This is an optimization exercise on Yosys and OpenROAD, whose aim is small area, not a production implementation. In this exercise RTL edits were held to simulation tests only and were not proved equivalent to the original.

File: design.v
module crucible_vlane (
    input  wire        clk,
    input  wire        rst,
    input  wire [15:0] i_a,         
    input  wire [15:0] i_b,         
    input  wire [7:0]  i_c,         
    input  wire [15:0] i_s,         
    input  wire        i_kc,        
    input  wire [15:0] i_imm16,
    input  wire [1:0]  i_as,        
    input  wire        i_rdacc,     
    input  wire        i_bs,        
    input  wire        i_ba,        
    input  wire        i_b8000,     
    input  wire        i_b0001,     
    input  wire [3:0]  i_l1tt,      
    input  wire        i_splat,     
    input  wire        i_sel,       
    input  wire        i_az,        
    input  wire [1:0]  i_ad,
    input  wire        s1_inv,      
    input  wire        s1_absv,     
    input  wire        s1_min,      
    input  wire        s1_ast,      
    input  wire        s1_xacc,     
    input  wire        s1_xshl,     
    input  wire [3:0]  s1_sh,       
    input  wire [14:0] s1_mst,      
    input  wire [22:0] s1_mov,      
    input  wire [1:0]  s1_r2sel,    
    input  wire [1:0]  s1_x2sel,    
    input  wire [3:0]  s1_cc,       
    input  wire        s1_ald,      
    input  wire [1:0]  s1_ad,
    input  wire        s1_wl2,      
    input  wire        s2_neg,      
    input  wire        s2_mpy,      
    input  wire        s2_mac,      
    input  wire [1:0]  s2_ad,
    input  wire        s2_wl3,      
    output reg  [15:0] wb_d,        
    output reg         wb_sat,      
    output wire [15:0] wb_d1,       
    output wire [15:0] wb_d2,       
    output wire        s1_cmp,      
    output wire        s2_aov       
);
    reg [39:0] acc0, acc1, acc2, acc3;
    wire [15:0] l1_tt = ({16{i_l1tt[0]}} & ~i_a & ~i_b) |
                        ({16{i_l1tt[1]}} & ~i_a &  i_b) |
                        ({16{i_l1tt[2]}} &  i_a & ~i_b) |
                        ({16{i_l1tt[3]}} &  i_a &  i_b);
    wire [15:0] l1 = i_splat ? i_imm16 : i_sel ? (i_kc ? i_a : i_b) : l1_tt;
    reg [39:0] accr;
    always @(*) begin
        case (i_as)
            2'd0: accr = acc0;
            2'd1: accr = acc1;
            2'd2: accr = acc2;
            default: accr = acc3;
        endcase
    end
    wire [15:0] bop = i_bs ? i_s : i_ba ? i_a : i_b8000 ? 16'h8000 :
                      i_b0001 ? 16'h0001 : i_b;
    reg [39:0] p1;
    always @(posedge clk)
        p1 <= i_rdacc ? accr : {i_c, bop, i_ba ? 16'h0000 : i_a};
    wire signed [15:0] a1 = p1[15:0];
    wire signed [15:0] b1 = p1[31:16];
    wire        inv = s1_inv | (s1_absv & b1[15]);
    wire [16:0] r   = {a1[15], a1} + ({b1[15], b1} ^ {17{inv}}) + {16'd0, inv};
    wire        r_ov = r[16] ^ r[15];
    wire [15:0] r_s  = r_ov ? {r[16], {15{~r[16]}}} : r[15:0];
    wire        lt = r[16];
    wire        eq = (r == 17'd0);
    assign s1_cmp = s1_cc[3] ^ ((s1_cc[0] & eq) | (s1_cc[1] & lt) | (s1_cc[2] & ~lt & ~eq));
    wire [15:0] mm = (s1_ast | (lt ^ ~s1_min)) ? a1 : b1;
    wire signed [31:0] prod = a1 * b1;
    wire [39:0] x = s1_xacc ? p1 :
                    s1_xshl ? {{9{a1[15]}}, a1, 15'd0} : {{8{prod[31]}}, prod};
    wire        xs = x[39];
    wire [32:0] xe  = {x[31:0], 1'b0};
    wire [24:0] t8  = s1_sh[3] ? xe[32:8]  : xe[24:0];
    wire [20:0] t4  = s1_sh[2] ? t8[24:4]  : t8[20:0];
    wire [18:0] t2  = s1_sh[1] ? t4[20:2]  : t4[18:0];
    wire [17:0] t1  = s1_sh[0] ? t2[18:1]  : t2[17:0];
    wire [16:0] q   = t1[17:1];
    wire        rb  = t1[0];
    wire        stk = |(x[14:0] & s1_mst);
    wire        rov = |((x[38:16] ^ {23{xs}}) & s1_mov);
    wire        inc = rb & (~xs | stk);
    wire [17:0] z   = {q[16], q} + {17'd0, inc};
    wire        zov = rov | (z[17] != z[15]) | (z[16] != z[15]);
    wire [15:0] rnd = zov ? {xs, {15{~xs}}} : z[15:0];
    reg [15:0] r2;
    reg        r2sat;
    always @(*) begin
        case (s1_r2sel)
            2'd0:    begin r2 = r_s; r2sat = r_ov; end
            2'd1:    begin r2 = mm;  r2sat = 1'b0; end
            default: begin r2 = rnd; r2sat = zov;  end
        endcase
    end
    reg [31:0] x2;
    always @(posedge clk) begin
        case (s1_x2sel)
            2'd0:    x2 <= prod;
            2'd1:    x2 <= {15'd0, zov, rnd};
            default: x2 <= {8'd0, p1[39:16]};
        endcase
    end
    assign wb_d1 = x2[15:0];
    assign wb_d2 = {{8{x2[23]}}, x2[23:16]};
    reg [39:0] acco;
    always @(*) begin
        case (s2_ad)
            2'd0: acco = acc0;
            2'd1: acco = acc1;
            2'd2: acco = acc2;
            default: acco = acc3;
        endcase
        if (s2_mpy) acco = 40'd0;
    end
    wire [40:0] ms  = {acco[39], acco} + {{9{x2[31] ^ s2_neg}}, x2 ^ {32{s2_neg}}} + {40'd0, s2_neg};
    wire        mov = ms[40] ^ ms[39];
    wire [39:0] msat = mov ? {ms[40], {39{~ms[40]}}} : ms[39:0];
    assign s2_aov = s2_mac & mov;
    wire we2 = s2_mac | s2_mpy;
    always @(posedge clk) begin
        if (rst) acc0 <= 40'd0;
        else if (we2 & s2_ad == 2'd0) acc0 <= msat;
        else if (s1_ald & s1_ad == 2'd0) acc0 <= p1;
        else if (i_az & i_ad == 2'd0) acc0 <= 40'd0;
        if (rst) acc1 <= 40'd0;
        else if (we2 & s2_ad == 2'd1) acc1 <= msat;
        else if (s1_ald & s1_ad == 2'd1) acc1 <= p1;
        else if (i_az & i_ad == 2'd1) acc1 <= 40'd0;
        if (rst) acc2 <= 40'd0;
        else if (we2 & s2_ad == 2'd2) acc2 <= msat;
        else if (s1_ald & s1_ad == 2'd2) acc2 <= p1;
        else if (i_az & i_ad == 2'd2) acc2 <= 40'd0;
        if (rst) acc3 <= 40'd0;
        else if (we2 & s2_ad == 2'd3) acc3 <= msat;
        else if (s1_ald & s1_ad == 2'd3) acc3 <= p1;
        else if (i_az & i_ad == 2'd3) acc3 <= 40'd0;
    end
    always @(posedge clk) begin
        if (s2_wl3) begin
            wb_d   <= x2[15:0];
            wb_sat <= x2[16];
        end else if (s1_wl2) begin
            wb_d   <= r2;
            wb_sat <= r2sat;
        end else begin
            wb_d   <= l1;
            wb_sat <= 1'b0;
        end
    end
endmodule
module crucible_vslice #(
    parameter LANES = 4
) (
    input  wire                clk,
    input  wire                rst,           
    input  wire                iss_valid,
    input  wire [31:0]         iss_word,      
    input  wire [LANES-1:0]    iss_kmask,     
    input  wire [LANES-1:0]    iss_kc,        
    input  wire [16*LANES-1:0] iss_a,         
    input  wire [16*LANES-1:0] iss_b,         
    input  wire [16*LANES-1:0] iss_c,         
    input  wire [31:0]         iss_s,         
    output reg                 wb_valid,      
    output reg  [4:0]          wb_vd,
    output reg  [LANES-1:0]    wb_lanes,
    output reg                 wb_n3,         
    output wire [16*LANES-1:0] wb_d0,
    output wire [16*LANES-1:0] wb_d1,
    output wire [16*LANES-1:0] wb_d2,
    output wire [LANES-1:0]    wb_sat,        
    output reg                 kw_valid,      
    output wire [2:0]          kw_kd,
    output wire [LANES-1:0]    kw_lanes,
    output reg  [LANES-1:0]    kw_bits,
    output reg  [LANES-1:0]    aov            
);
    localparam OP_VADD  = 6'd1,  OP_VSUB  = 6'd2,  OP_VNEG  = 6'd3,
               OP_VABS  = 6'd4,  OP_VMUL  = 6'd5,  OP_VMULS = 6'd6,
               OP_VMAX  = 6'd7,  OP_VMIN  = 6'd8,  OP_VAND  = 6'd9,
               OP_VOR   = 6'd10, OP_VXOR  = 6'd11, OP_VSHL  = 6'd12,
               OP_VSHR  = 6'd13, OP_VMOV  = 6'd14, OP_VSEL  = 6'd15,
               OP_VCMP  = 6'd16, OP_VSPLAT= 6'd17, OP_VMPY  = 6'd18,
               OP_VMAC  = 6'd19, OP_VMSB  = 6'd20, OP_VMACS = 6'd21,
               OP_VACC  = 6'd22, OP_VAZ   = 6'd23, OP_VAWB  = 6'd24,
               OP_AST   = 6'd25, OP_ALD   = 6'd26;
    wire [5:0] op    = iss_word[31:26];
    wire [4:0] vd    = iss_word[25:21];
    wire [1:0] ad    = iss_word[22:21];
    wire [1:0] as_   = iss_word[17:16];
    wire [3:0] imm4  = iss_word[3:0];
    wire [15:0] imm16 = iss_word[15:0];
    wire o_vadd = op == OP_VADD,  o_vsub = op == OP_VSUB,  o_vneg = op == OP_VNEG,
         o_vabs = op == OP_VABS,  o_vmul = op == OP_VMUL,  o_vmuls = op == OP_VMULS,
         o_vmax = op == OP_VMAX,  o_vmin = op == OP_VMIN,  o_vand = op == OP_VAND,
         o_vor  = op == OP_VOR,   o_vxor = op == OP_VXOR,  o_vshl = op == OP_VSHL,
         o_vshr = op == OP_VSHR,  o_vmov = op == OP_VMOV,  o_vsel = op == OP_VSEL,
         o_vcmp = op == OP_VCMP,  o_vsplat = op == OP_VSPLAT, o_vmpy = op == OP_VMPY,
         o_vmac = op == OP_VMAC,  o_vmsb = op == OP_VMSB,  o_vmacs = op == OP_VMACS,
         o_vacc = op == OP_VACC,  o_vaz  = op == OP_VAZ,   o_vawb = op == OP_VAWB,
         o_ast  = op == OP_AST,   o_ald  = op == OP_ALD;
    wire d_l1  = o_vmov | o_vsplat | o_vsel | o_vand | o_vor | o_vxor;
    wire d_l2  = o_vadd | o_vsub | o_vneg | o_vabs | o_vmax | o_vmin |
                 o_vshl | o_vshr | o_ast;
    wire d_l3  = o_vmul | o_vmuls | o_vawb;
    wire d_mac = o_vmac | o_vmsb | o_vmacs | o_vacc;
    wire d_uses = o_vmuls | o_vmacs;
    wire [3:0] l1tt = o_vand ? 4'b1000 : o_vor ? 4'b1110 :
                      o_vxor ? 4'b0110 : 4'b1100;
    wire [LANES-1:0] sel = iss_valid ? iss_kmask : {LANES{1'b0}};
    wire [15:0] s_op = d_uses ? iss_s[31:16] : iss_s[15:0];
    wire [3:0] d_sh = o_vshr ? imm4 : (o_vmul | o_vmuls) ? 4'd15 : ~imm4;
    reg [3:0] d_cc;
    always @(*) begin
        case (imm4[2:0])
            3'd0: d_cc = 4'b0001;    
            3'd1: d_cc = 4'b1001;    
            3'd2: d_cc = 4'b0010;    
            3'd3: d_cc = 4'b1100;    
            3'd4: d_cc = 4'b0100;    
            3'd5: d_cc = 4'b1010;    
            default: d_cc = 4'b0000;    
        endcase
    end
    reg             v1_l2, v1_cmp, v1_ald, v1_l3, v1_mac, v1_mpy;
    reg             inv1, absv1, min1, ast1, xacc1, xshl1, neg1;
    reg [3:0]       sh1, cc1;
    reg [1:0]       r2sel1, x2sel1;
    reg [4:0]       vd1;
    reg [LANES-1:0] m1;
    reg             v2_l3, v2_mac, v2_mpy, v2_cmp, neg2;
    reg [4:0]       vd2;
    reg [LANES-1:0] m2;
    always @(posedge clk) begin
        if (rst) begin
            v1_l2 <= 1'b0; v1_cmp <= 1'b0; v1_ald <= 1'b0;
            v1_l3 <= 1'b0; v1_mac <= 1'b0; v1_mpy <= 1'b0;
            v2_l3 <= 1'b0; v2_mac <= 1'b0; v2_mpy <= 1'b0; v2_cmp <= 1'b0;
        end else begin
            v1_l2  <= iss_valid & d_l2;
            v1_cmp <= iss_valid & o_vcmp;
            v1_ald <= iss_valid & o_ald;
            v1_l3  <= iss_valid & d_l3;
            v1_mac <= iss_valid & d_mac;
            v1_mpy <= iss_valid & o_vmpy;
            v2_l3  <= v1_l3;
            v2_mac <= v1_mac;
            v2_mpy <= v1_mpy;
            v2_cmp <= v1_cmp;
        end
        inv1   <= o_vsub | o_vneg | o_vmax | o_vmin | o_vcmp;
        absv1  <= o_vabs;
        min1   <= o_vmin;
        ast1   <= o_ast;
        xacc1  <= o_vawb;
        xshl1  <= o_vshl;
        neg1   <= o_vmsb | o_vacc;
        sh1    <= d_sh;
        cc1    <= d_cc;
        r2sel1 <= (o_vshl | o_vshr) ? 2'd2 : (o_vmax | o_vmin | o_ast) ? 2'd1 : 2'd0;
        x2sel1 <= o_ast ? 2'd2 : d_l3 ? 2'd1 : 2'd0;
        vd1    <= vd;
        m1     <= sel;
        neg2   <= neg1;
        vd2    <= vd1;
        m2     <= m1;
    end
    wire [14:0] mst;
    wire [22:0] mov;
    genvar j;
    generate
        for (j = 0; j < 15; j = j + 1) begin : g_mst
            assign mst[j] = (j + 2 <= sh1);
        end
        for (j = 0; j < 23; j = j + 1) begin : g_mov
            assign mov[j] = (j >= sh1);
        end
    endgenerate
    wire [LANES-1:0] l_sat, l_cmp, l_aov;
    genvar g;
    generate
        for (g = 0; g < LANES; g = g + 1) begin : lane
            crucible_vlane u_lane (
                .clk      (clk),
                .rst      (rst),
                .i_a      (iss_a[16*g +: 16]),
                .i_b      (iss_b[16*g +: 16]),
                .i_c      (iss_c[16*g +: 8]),
                .i_s      (s_op),
                .i_kc     (iss_kc[g]),
                .i_imm16  (imm16),
                .i_as     (as_),
                .i_rdacc  (o_vawb | o_ast),
                .i_bs     (d_uses | (o_vcmp & imm4[3])),
                .i_ba     (o_vneg | o_vabs),
                .i_b8000  (o_vacc),
                .i_b0001  (o_vshr),
                .i_l1tt   (l1tt),
                .i_splat  (o_vsplat),
                .i_sel    (o_vsel),
                .i_az     (sel[g] & o_vaz),
                .i_ad     (ad),
                .s1_inv   (inv1),
                .s1_absv  (absv1),
                .s1_min   (min1),
                .s1_ast   (ast1),
                .s1_xacc  (xacc1),
                .s1_xshl  (xshl1),
                .s1_sh    (sh1),
                .s1_mst   (mst),
                .s1_mov   (mov),
                .s1_r2sel (r2sel1),
                .s1_x2sel (x2sel1),
                .s1_cc    (cc1),
                .s1_ald   (v1_ald & m1[g]),
                .s1_ad    (vd1[1:0]),
                .s1_wl2   (v1_l2),
                .s2_neg   (neg2),
                .s2_mpy   (v2_mpy & m2[g]),
                .s2_mac   (v2_mac & m2[g]),
                .s2_ad    (vd2[1:0]),
                .s2_wl3   (v2_l3),
                .wb_d     (wb_d0[16*g +: 16]),
                .wb_sat   (l_sat[g]),
                .wb_d1    (wb_d1[16*g +: 16]),
                .wb_d2    (wb_d2[16*g +: 16]),
                .s1_cmp   (l_cmp[g]),
                .s2_aov   (l_aov[g])
            );
        end
    endgenerate
    always @(posedge clk) begin
        if (rst) begin
            wb_valid <= 1'b0;
            kw_valid <= 1'b0;
            aov      <= {LANES{1'b0}};
        end else begin
            wb_valid <= v2_l3 | v1_l2 | (iss_valid & d_l1);
            kw_valid <= v1_cmp;
            aov      <= l_aov;
        end
        if (v2_l3) begin
            wb_vd    <= vd2;
            wb_lanes <= m2;
            wb_n3    <= 1'b0;
        end else if (v1_l2) begin
            wb_vd    <= vd1;
            wb_lanes <= m1;
            wb_n3    <= ast1;
        end else begin
            wb_vd    <= vd;
            wb_lanes <= sel;
            wb_n3    <= 1'b0;
        end
        kw_bits <= l_cmp & m1;
    end
    assign wb_sat   = l_sat & wb_lanes;
    assign kw_kd    = vd2[2:0];
    assign kw_lanes = m2;
endmodule
File: run.sh
#!/bin/bash
# synth_recipe.tcl (not shown) runs the flow's synth.tcl, then flattens the netlist and writes it again
# the make line also repeats each setting of config.mk as NAME=value (left out here)
make -C /OpenROAD-flow-scripts/flow DESIGN_CONFIG=/design/flow/config.mk WORK_HOME=/design/flow/orfs CLKGATE_MAP_FILE= SYNTH_SCRIPT=/design/flow/synth_recipe.tcl finish
File: config.mk
export PLATFORM = sky130hd
export DESIGN_NAME = crucible_vslice
export DESIGN_NICKNAME = crucible_vslice
export VERILOG_FILES = /design/flow/design.v
export SDC_FILE = /design/flow/constraint.sdc
export NUM_CORES = 4
export LEC_CHECK = 0
export CAP_MARGIN = 40
export CORE_MARGIN = 2
export CORE_UTILIZATION = 30
export PLACE_DENSITY = 0.4
export SLEW_MARGIN = 40
File: constraint.sdc
create_clock -name core_clock -period 12.0 [get_ports {clk}]
set_input_delay 2.4000 -clock core_clock [delete_from_list [all_inputs] [get_ports {clk}]]
set_output_delay 2.4000 -clock core_clock [all_outputs]
set_load 0.01 [all_outputs]
==> results.cfg <==
[sta]
finalHoldViolCount = 0
drv_slew = 0
setup_slack_ps = 604
setup_viol = 0
min_period_ps = 11400
fin_crit_sh_pct = 95.0
fin_tns_setup_ps = 0
rsz0062_at_grt = no
relSlewSlack_pct = 28.0
fin_skew_ps = 77.1
timing.fmax_mhz = 87.7
worst_pin_slew_ps = 1080

[synthesis]
yosysWarningCount = 2
synth-compound-area-share_pct = 23.8
synth-xor-area-share_pct = 3.86
synth_adder_area_share_pct = 23.0
synth_seq_area_share_pct = 17.3
synth_top_family_by_area = compound AO/OA/AOI/OAI gates
ys_seq_elements = 1063
synthFlopType = dfxtp_1
yosys.area_share.simple_pct = 15.2
syn_area_per_cell_um2 = 8.52
synth_mux_area_share_pct = 8.35
async_flop_share_pct = 0
synth_nets = 16300
ys_types = 124
netlist_area_um2 = 123000
synth-edff-count = 0
syn_inst = 14400

[critical_path]
crit_required_ps = 12700
rr_endpoint = lane[1].u_lane.wb_d[8]$_DFF_P_
regToRegSetupSlack_ps = 600
criticalPathCategory = flop to flop
cp-start-kind = flop
cp.arrival_ps = 12090
timing.rr.start = lane[1].u_lane.p1[24]$_DFF_P_
cp-endpoint = lane[1].u_lane.wb_d[8]$_DFF_P_
cpPeakStageDelay_ps = 830
crit_slowest_cell = dfxtp_1
end_kind = flop
rr_worst_depth = 34
cp_max_fo = 16
cp-startpoint = lane[1].u_lane.p1[24]$_DFF_P_

[floorplanning]
core_um2 = 409000
die_area_um2 = 415000
rows = 235
die_x_um = 644
die_y_um = 644
ioPinCount = 490
initial_core_util_pct = 30.1

[grt]
grt_max_degree = 157
grt_usage_pct = 32.3
grt_pass1_wl_mm = 958
overflow = 0
antenna_found_initial = 104
grt_pass1_vias = 117000

[drt]
drtAntennaViolNets = 0
routed_wl_mm = 693
drc_errors = 0
vias_per_cell = 6.06
drtIter0Drc = 14200
via_count = 121000
wl_per_cell_um = 34.7
drt_pass1_iterations = 9

[clock_tree]
cts.sinks = 1063
cts_setup_buffers = 0
cts_max_path_buffers = 4
cts-root-buf = clkbuf_16
clk_pin_slew_ps = 60
cts_tree = done
cts_max_level = 4
cts_made_buffers = 153
clk_latency_ps = 940

[layout]
layout.cells.non_filler = 19900
layout-drive-gt1-share_pct = 11.2
post-route-util_pct = 34.2
layout_common_cells = 1283 x inv_1, 1184 x nand2_1, 1056 x fa_1, 1018 x dfxtp_1, 853 x nor2_1
syn_to_final_growth_pct = 13.7
nNetsFinal = 16200
layout_commonest_cell = inv_1

[placed_design]
place_congestion = 0.981
post-place-cells = 19600
dp_worst_setup_slack_ps = 741
portBuffers = 454
dp.final_hpwl_mm = 512

[run_status]
status = complete, no violations

[run]
maxCapViolations = 0

[min_path]
hp-class = flop to flop
hold_path.startpoint = neg1$_DFF_P_
## critical path: cells and delay by family (launching register included)
family	cells	cell delay [ps]
flops	1	830
fa+ha+maj	9	4050
buf+inv	6	360
simple gates	8	2020
compound gates	11	3890
## worst min-delay path by stage
stage,slack [ps],to,depth (start not counted)
finish,330,neg2$_DFF_P_,0
global route,340,neg2$_DFF_P_,0
CTS,330,neg2$_DFF_P_,0
detailed placement,320,neg2$_DFF_P_,0
global placement,310,neg2$_DFF_P_,0
floorplan,310,neg2$_DFF_P_,0
## routing by layer
metal  GRT usage, %  vias up  wire length (µm)
met5              0        -               226
met4           18.8       38             45500
met3           6.69     1381             59500
met2           49.0     6195            299000
met1           42.5    61900            288000
li1               -    51300                 -
## metrics by stage
step	area (µm²)	hold slack [ps]
finish	140000	327
global route	140000	337
CTS	139000	327
detailed placement	134000	323
global placement	134000	313
floorplan	123000	310
## state kept, by name, indices dropped and copies added (netlist names), 2 cells and up
name / cells
lane.u_lane.p1: 160
lane.u_lane.wb_d: 64
r2sel1: 2
m1: 4
cc1: 4
wb_vd: 5
lane.u_lane.x2: 128
lane.u_lane.wb_sat: 4
wb_lanes: 4
x2sel1: 2
lane.u_lane.acc2: 160
vd2: 5
sh1: 4
kw_bits: 4
vd1: 5
m2: 4
lane.u_lane.acc0: 160
aov: 4
lane.u_lane.acc3: 160
lane.u_lane.acc1: 160
## cell families after synthesis
kind of cell,count (synthesis)
compound gates,4154
simple gates,3863
buf+inv,2564
fa+ha+maj,1634
flops,1063
mux,609
xor+xnor,541
## cells in the mapped netlist, drive strengths merged, types with 68 or more instances
master | number | area (µm²)
inv | 1290 | 4840
nand2 | 1212 | 4560
dfxtp | 1063 | 21300
fa | 1056 | 21100
clkbuf | 909 | 3410
nor2 | 905 | 3410
a22oi | 792 | 5950
and2 | 712 | 4450
a21oi | 582 | 2930
ha | 556 | 6960
o22ai | 547 | 3440
o21ai | 543 | 2720
buf | 363 | 2090
mux4 | 324 | 7300
xnor2 | 291 | 2550
xor2 | 249 | 2180
nor3 | 202 | 1020
mux2i | 189 | 1890
o211ai | 177 | 1340
a21o | 159 | 1190
nand3 | 142 | 711
nand2b | 127 | 795
a211oi | 126 | 1000
nor2b | 125 | 782
a31oi | 117 | 738
o221ai | 114 | 1010
mux2 | 96 | 1080
a22o | 95 | 832
a221oi | 94 | 878
o22a | 90 | 788
o21a | 89 | 668
or3 | 81 | 507
a221o | 72 | 721
and3 | 68 | 425
o31ai | 68 | 529
## final cells by class
type,count,area (µm²)
fillers,43200,269000
multi-input cells,10800,92500
flip-flops and latches,1063,21400
repair buffers,980,8770
well taps,5451,6820
inverters,1292,4850
clock buffers,204,4290
clock inverters,67,1000
diodes,88,220
## what timing repair did
action                                  CTS  global route
hold buffers                              0             0
endpoints found under the setup margin    0             1
endpoints found under the hold margin     0             0
resized for setup                         0             7

-- what the ideal ports hide --
Ports are ideal in the flow. The routed layout listed here was re-timed in OpenROAD. Step 1 sets driving cells, clkbuf_16 on the clock port and buf_2 on the other inputs (assumed; they add their load-dependent delay and slew). Step 2 moves the port delays by t, midway between the first and last clock arrival at a register: inputs arrive t later, outputs are due t later. That takes back most of the time a late clock gives input paths. Slacks: ideal / step 1 / step 2; pairs: ideal / step 1.
shift t [ns]: 1.016
slack for setup (ns): 0.604 / 0.604 / 0.604
worst setup path at the end: register to register
worst register clock-pin slew, ns: 0.08 / 0.08
worst data-port slew with drivers (ns): 0.50
After both steps this run still meets setup and hold. The setup slack of this run moves by 0.000 ns with the drivers and by 0.000 ns with both steps.
